Context: an optimization exercise on an open-source flow, tuned for a short achievable clock period and few clock cycles per item. The choices shown serve that exercise and are no tape-out recipe.
The RTL was checked by simulation tests, not by an equivalence proof against the original design.
Power and IR drop assume default switching activity.

==> flow/design.v <==
module rc_line_decoder (
    input             clk,
    input             rst,
    input             start,
    input      [10:0] cfg_segs,    
    input             cfg_ten,     
    input      [16:0] cfg_len,     
    output            idle,
    input             in_valid,
    input      [31:0] in_data,
    output            in_ready,
    input             ab_valid,
    input      [9:0]  ab_px0,
    input      [9:0]  ab_px1,
    output            ab_ready,
    output reg        out_valid,
    output reg [9:0]  out_px0,
    output reg [9:0]  out_px1,
    output reg        done,
    output reg [2:0]  err
);
    localparam [2:0] S_IDLE = 3'd0,
                     S_MODE = 3'd1,
                     S_PIX  = 3'd2,
                     S_END  = 3'd3;
    localparam [1:0] M_PRED = 2'b00,
                     M_RUN  = 2'b01,
                     M_RAW  = 2'b10,
                     M_REP  = 2'b11;
    localparam [2:0] E_NONE     = 3'd0,
                     E_SHORT    = 3'd5,
                     E_TRAILING = 3'd6,
                     E_RUN      = 3'd7;
    reg  [2:0]  state;
    reg         ten;
    reg  [10:0] segs_left;      
    reg  [15:0] words_left;     
    reg  [19:0] rem;            
    reg  [63:0] bbuf;
    reg  [6:0]  bcnt;
    reg  [1:0]  mode;
    reg  [1:0]  pred;
    reg  [3:0]  kpar;
    reg  [16:0] pix_left;       
    reg         first_col;      
    reg         odd;            
    reg  [9:0]  left;           
    reg  [9:0]  ab_prev;        
    reg  [9:0]  ab_hold;        
    reg  [9:0]  pix0_hold;      
    wire [3:0]  bw   = ten ? 4'd10 : 4'd8;
    wire [9:0]  mask = ten ? 10'h3ff : 10'h0ff;
    wire        bits_ok = (bcnt >= 7'd31) || (words_left == 16'd0);
    wire [31:0] peek = bbuf[63:32];
    wire [1:0]  f_mode = peek[31:30];
    wire [1:0]  f_pred = peek[29:28];
    wire [3:0]  f_k    = peek[27:24];
    wire [10:0] f_n    = {1'b0, peek[27:18]} + 11'd1;
    reg  [4:0]  hdr_need;
    always @(*) begin
        case (f_mode)
            M_PRED:  hdr_need = 5'd8;
            M_RUN:   hdr_need = 5'd14;
            default: hdr_need = 5'd2;
        endcase
    end
    reg  [4:0]  ones;
    integer     i;
    always @(*) begin
        ones = 5'd16;
        for (i = 0; i < 16; i = i + 1)
            if (!peek[16 + i])
                ones = 5'd15 - i[4:0];
    end
    wire [31:0] after_zero = peek << (ones + 5'd1);
    wire [15:0] low_bits   = after_zero[31:16] >> (5'd16 - {1'b0, kpar});
    wire [31:0] rice_u     = ({27'd0, ones} << kpar) | {16'd0, low_bits};
    wire [9:0]  esc_u      = ten ? peek[15:6] : {2'b00, peek[15:8]};
    wire [10:0] u          = (ones == 5'd16) ? {1'b0, esc_u} : rice_u[10:0];
    wire [9:0]  s          = u[0] ? ~u[10:1] : u[10:1];
    wire [5:0]  rice_need  = (ones == 5'd16) ? (6'd16 + {2'd0, bw})
                                             : ({1'b0, ones} + 6'd1 + {2'd0, kpar});
    wire [9:0]  raw_pix = ten ? peek[31:22] : {2'b00, peek[31:24]};
    wire [9:0]  nb_b = odd ? ab_hold : ab_px0;
    wire [9:0]  nb_a = first_col ? nb_b : left;
    wire [9:0]  nb_c = first_col ? nb_b : ab_prev;
    wire [9:0]  mn = (nb_a < nb_b) ? nb_a : nb_b;
    wire [9:0]  mx = (nb_a < nb_b) ? nb_b : nb_a;
    wire [10:0] sum_ab = {1'b0, nb_a} + {1'b0, nb_b};
    reg  [9:0]  p;
    always @(*) begin
        case (pred)
            2'd0: p = nb_a;
            2'd1: p = nb_b;
            2'd2: p = sum_ab[10:1];
            default: begin
                if (nb_c >= mx)      p = mn;
                else if (nb_c <= mn) p = mx;
                else                 p = sum_ab[9:0] - nb_c;
            end
        endcase
    end
    reg  [5:0]  pix_need;
    reg  [9:0]  pix_val;
    always @(*) begin
        case (mode)
            M_PRED: begin pix_need = rice_need;     pix_val = (p + s) & mask; end
            M_RUN:  begin pix_need = 6'd0;          pix_val = p;              end
            M_RAW:  begin pix_need = {2'd0, bw};    pix_val = raw_pix;        end
            default: begin pix_need = 6'd0;         pix_val = nb_b;           end
        endcase
    end
    wire        in_pix   = (state == S_PIX);
    wire        need_short = ({14'd0, pix_need} > rem);
    wire        pix_go   = in_pix && bits_ok && (odd || ab_valid);
    wire        pix_short = pix_go && need_short;
    wire        pix_step = pix_go && !pix_short;
    wire        hdr_go    = (state == S_MODE) && bits_ok;
    wire        hdr_short = hdr_go && ({15'd0, hdr_need} > rem);
    wire        hdr_run   = hdr_go && !hdr_short && (f_mode == M_RUN) && (f_n > segs_left);
    wire        hdr_step  = hdr_go && !hdr_short && !hdr_run;
    wire [6:0]  used = hdr_step ? {2'd0, hdr_need} :
                       pix_step ? {1'b0, pix_need} : 7'd0;
    wire [6:0]  bcnt_sh = bcnt - used;
    wire        refill  = in_valid && in_ready;
    assign idle     = (state == S_IDLE);
    assign in_ready = !idle && (state != S_END) && (words_left != 16'd0) && (bcnt <= 7'd32);
    assign ab_ready = in_pix && !odd && bits_ok && !need_short;
    always @(posedge clk) begin
        if (rst) begin
            state     <= S_IDLE;
            done      <= 1'b0;
            err       <= E_NONE;
            out_valid <= 1'b0;
            bcnt      <= 7'd0;
            words_left <= 16'd0;
        end else begin
            done      <= 1'b0;
            out_valid <= 1'b0;
            if (state != S_IDLE) begin
                bbuf <= (bbuf << used) | ({refill ? in_data : 32'd0, 32'd0} >> bcnt_sh);
                bcnt <= bcnt_sh + (refill ? 7'd32 : 7'd0);
                rem  <= rem - {13'd0, used};
                if (refill)
                    words_left <= words_left - 16'd1;
            end
            case (state)
                S_IDLE: begin
                    if (start) begin
                        ten        <= cfg_ten;
                        segs_left  <= cfg_segs;
                        words_left <= {1'b0, cfg_len[16:2]} + {15'd0, |cfg_len[1:0]};
                        rem        <= {cfg_len, 3'b000};
                        bcnt       <= 7'd0;
                        bbuf       <= 64'd0;
                        first_col  <= 1'b1;
                        odd        <= 1'b0;
                        state      <= S_MODE;
                    end
                end
                S_MODE: begin
                    if (hdr_short) begin
                        err   <= E_SHORT;
                        done  <= 1'b1;
                        state <= S_IDLE;
                    end else if (hdr_run) begin
                        err   <= E_RUN;
                        done  <= 1'b1;
                        state <= S_IDLE;
                    end else if (hdr_step) begin
                        mode <= f_mode;
                        pred <= f_pred;
                        kpar <= f_k;
                        if (f_mode == M_RUN) begin
                            pix_left  <= {f_n, 6'd0} - 17'd1;
                            segs_left <= segs_left - f_n;
                        end else begin
                            pix_left  <= 17'd63;
                            segs_left <= segs_left - 11'd1;
                        end
                        state <= S_PIX;
                    end
                end
                S_PIX: begin
                    if (pix_short) begin
                        err   <= E_SHORT;
                        done  <= 1'b1;
                        state <= S_IDLE;
                    end else if (pix_step) begin
                        left      <= pix_val;
                        ab_prev   <= nb_b;
                        first_col <= 1'b0;
                        odd       <= !odd;
                        if (!odd) begin
                            ab_hold   <= ab_px1;
                            pix0_hold <= pix_val;
                        end else begin
                            out_valid <= 1'b1;
                            out_px0   <= pix0_hold;
                            out_px1   <= pix_val;
                        end
                        pix_left <= pix_left - 17'd1;
                        if (pix_left == 17'd0)
                            state <= (segs_left == 11'd0) ? S_END : S_MODE;
                    end
                end
                default: begin   
                    err   <= (rem >= 20'd8) ? E_TRAILING : E_NONE;
                    done  <= 1'b1;
                    state <= S_IDLE;
                end
            endcase
        end
    end
endmodule
==> flow/run.sh <==
#!/bin/bash
# synth_recipe.tcl (not shown) runs the flow's synth.tcl, then flattens the netlist and writes it again
# the make line also repeats each setting of config.mk as NAME=value (left out here)
make -C /OpenROAD-flow-scripts/flow DESIGN_CONFIG=/design/flow/config.mk WORK_HOME=/design/flow/orfs CLKGATE_MAP_FILE= SYNTH_SCRIPT=/design/flow/synth_recipe.tcl finish
==> flow/config.mk <==
export PLATFORM = sky130hd
export DESIGN_NAME = rc_line_decoder
export DESIGN_NICKNAME = rc_line_decoder
export VERILOG_FILES = /design/flow/design.v
export SDC_FILE = /design/flow/constraint.sdc
export NUM_CORES = 4
export LEC_CHECK = 0
export ABC_CLOCK_PERIOD_IN_PS = 8000
export CAP_MARGIN = 20
export CORE_MARGIN = 2
export CORE_UTILIZATION = 40
export PLACE_DENSITY = 0.6
export SLEW_MARGIN = 20
==> flow/constraint.sdc <==
create_clock -name core_clock -period 12.0 [get_ports {clk}]
set_input_delay 2.4000 -clock core_clock [delete_from_list [all_inputs] [get_ports {clk}]]
set_output_delay 2.4000 -clock core_clock [all_outputs]
set_load 0.01 [all_outputs]
==> run notes <==
-- routing by layer --
metal	vias to the layer above	GRT usage	wire length (um)	share of wire
met4	2	0.1351	4941	0.055
met5	-	0	17	0.00019
met1	11400	0.3501	36490	0.41
met3	264	0.02968	5789	0.065
met2	1060	0.4688	42040	0.47
li1	10940	-	-	-
-- final cells by class --
class / instances / area [um2]
Fill cell: 5840 / 32570
Multi-Input combinational cell: 2371 / 16600
Sequential cell: 213 / 6096
Timing Repair Buffer: 163 / 1501
Tap cell: 773 / 967.2
Clock buffer: 30 / 686.9
Inverter: 119 / 452.9
Clock inverter: 19 / 255.2
-- power breakdown --
| group | leakage [nW] | switching, mW | internal, mW |
|---|---|---|---|
| Combinational | 7.46 | 3.27 | 1.93 |
| Clock | 0.457 | 0.358 | 0.525 |
| Sequential | 1.97 | 0.321 | 1.09 |
-- metrics by stage --
stage	instance area (um2)	utilization
floorplan	23970	-
global placement	25610	0.4332
detailed placement	25610	0.4332
CTS	26560	0.4491
global route	26560	0.4491
finish	26560	0.4491
-- cell families (layout without fill, tap and decap cells) --
kind of cell    after synthesis  after routing  share of synthesized area
flops                       213            213                     0.2544
compound gates              881            881                     0.2427
xor+xnor                    132            132                    0.04825
buf+inv                     331            331                    0.05744
other cells                   2              3                  0.0003134
simple gates                926            926                     0.1785
mux                         313            313                     0.1561
fa+ha+maj                   116            116                    0.06235
-- final timing paths --
kind,startpoint,to,slack (ns),depth (start not counted)
setup / recovery,ab_px0[2],left[9],1.70,37
hold / removal,pix0_hold[5],out_px0[5],0.42,0
setup reg to reg,bbuf[52],left[9],1.80,31
hold reg to reg,pix0_hold[5],out_px0[5],0.42,0
-- critical path: cells and delay by family --
family	cells	cell delay (ns)
AOI/OAI and AO/OA	22	4.39
adders and majority gates	3	0.94
buffers and inverters	3	1.07
muxes	3	1.11
and+or+nand+nor	6	0.70
-- registers in the layout, summed over array words and instances (netlist names), 3 cells and up --
name and cells:
err 3, out_px1 10, rem 20, ab_prev 10
segs_left 11, kpar 4, bcnt 7, pix_left 17
bbuf 64, words_left 16, pix0_hold 10, left 10
ab_hold 10, out_px0 10
-- cell usage in the layout (no fill, tap or decap), types with 23 or more instances in the layout --
cell type / n
clkbuf_16: 27
a21oi_1: 256
nor2_1: 278
mux2i_1: 229
a211oi_1: 57
nand4_1: 25
nand2b_1: 27
and3_1: 34
mux4_2: 44
a21o_1: 34
mux2_2: 37
a31oi_1: 43
o21a_1: 23
ha_1: 107
o22ai_1: 45
xor2_1: 52
buf_4: 50
a22oi_1: 64
nand2_1: 291
edfxtp_1: 183
clkdlybuf4s50_1: 112
nor3_1: 89
nand3_1: 56
xnor2_1: 75
inv_1: 106
a221oi_1: 24
o21ai_0: 128
dfxtp_1: 30
o211ai_1: 30
==> qor.csv <==
metric,value,unit
setup_viol,0,
cts.htree.levels,1,
crit_arrival,10.65,ns
relSlewSlack,0.2845,
synth-main-ff-cell,edfxtp_1,
synth.most_common_cell,nand2_1,
postRouteAntennaNets,0,
p_per_area,282.4,nW/um2
hold_viol,0,
fin_crit,10.30,ns
ys_types,96,
yosysTopAreaCell,edfxtp_1,
fin_skew,0.01635,ns
synth_top_area_frac,0.2293,
rsz0062_at_grt,false,
drt-pass1-iter-count,6,
grt_pass1_wl,136700,um
p_leak,9.891,nW
fp-row-count,89,
die_w,248.8,um
cts_tree,yes,
hpwl,66900,um
critical-path-max-stage-delay,0.53,ns
worstSetupStartpointType,primary input,
routed_wl,89280,um
core,59130,um2
worst_pin_slew,1.068,ns
fmax,97.05,MHz
cts_made_buffers,27,
status,timing/DRC/antenna clean,
clockBufferDepth,3,
clk_latency,0.57,ns
drcViolationCount,0,
io_buffers,113,
ios,114,
whs,0.4209,ns
seq_area_frac_synth,0.2544,
drive_above_1_share,0.08165,
critical_path_class,primary input to flop,
setup_slack,1.696,ns
grt_max_degree,58,
die_h,248.8,um
drt_iter0_drc,2679,
yosys_warnings,1,
cpMostUsedCell,a21oi_1,
required,12.34,ns
synth_area_leaders,"edfxtp_1, mux2i_1, ha_1, a21oi_1, nand2_1",
holdCritPathClass,flop to flop,
postSynthCellCount,2914,
nets,3096,
placed_cells,3639,
postCtsSetupBuffers,0,
post_drt_wl_per_cell,24.21,um
area_delta_synth_final,10.83,%
end_kind,flop,
holdBufCountCts,0,
maxCapViolCount,0,
grt-ovfl-total,0,
syn-cell-area,23960,um2
antenna_cells,0,
crit_fanout,29,
antenna_found_initial,1,
period_share,0.8587,
cts_resized,0,
ys_async_sr_fraction,0,
yosys-top-cells-count,"nand2_1, nor2_1, a21oi_1",
root_buffer,clkbuf_16,
gp_congestion,0.9580,
grt_usage,0.2763,
clock-sinks,213,
report.final.slew_viol_count,0,
grt_pass1_vias,23050,
synth_edf_count,183,
path_clk_slew,0.06,ns
p_total,7.500,mW
slowest_stage,mux4_2,
place_ws,1.261,ns
die_area,61880,um2
start_util,0.4052,
vdd_drop_max,0.1376,mV
instances_no_fill,3688,
synth-seq-cells,213,
syn_area_per_cell,8.223,um2
vias,23660,
fin_tns_setup,0,ns
via_per_inst,6.415,
Testbench counts, summed over its fixed seeds: cycles 200,296, pixels 191,616.

[what the ideal ports hide]
The flow's constraints put no driver on any port. The routed layout listed below was extracted and timed again, unchanged, in two steps.
Step 1 (the two cells are an assumption about what drives the block):
set clk [get_ports {clk}]
set_driving_cell -lib_cell sky130_fd_sc_hd__clkbuf_16 $clk
set_driving_cell -lib_cell sky130_fd_sc_hd__buf_2 [delete_from_list [all_inputs] $clk]
Step 2 moves the port delays by t, midway between the first and last clock arrival at a register: inputs arrive t later, outputs are due t later. That takes back most of the time a late clock gives input paths.
Three values: ideal ports, drivers, drivers and shift; two values: the first two.
t, ns: 0.623
setup slack, ns: 1.696 / 1.730 / 1.107
hold slack, ns: 0.421 / 0.421 / 0.421
worst setup path at the end: input to register
clock arrival spread, ns: 0.017 / 0.016
After both steps this run still meets setup and hold. For this run, drivers alone change the setup slack by +0.034 ns; drivers and shift together by -0.589 ns.
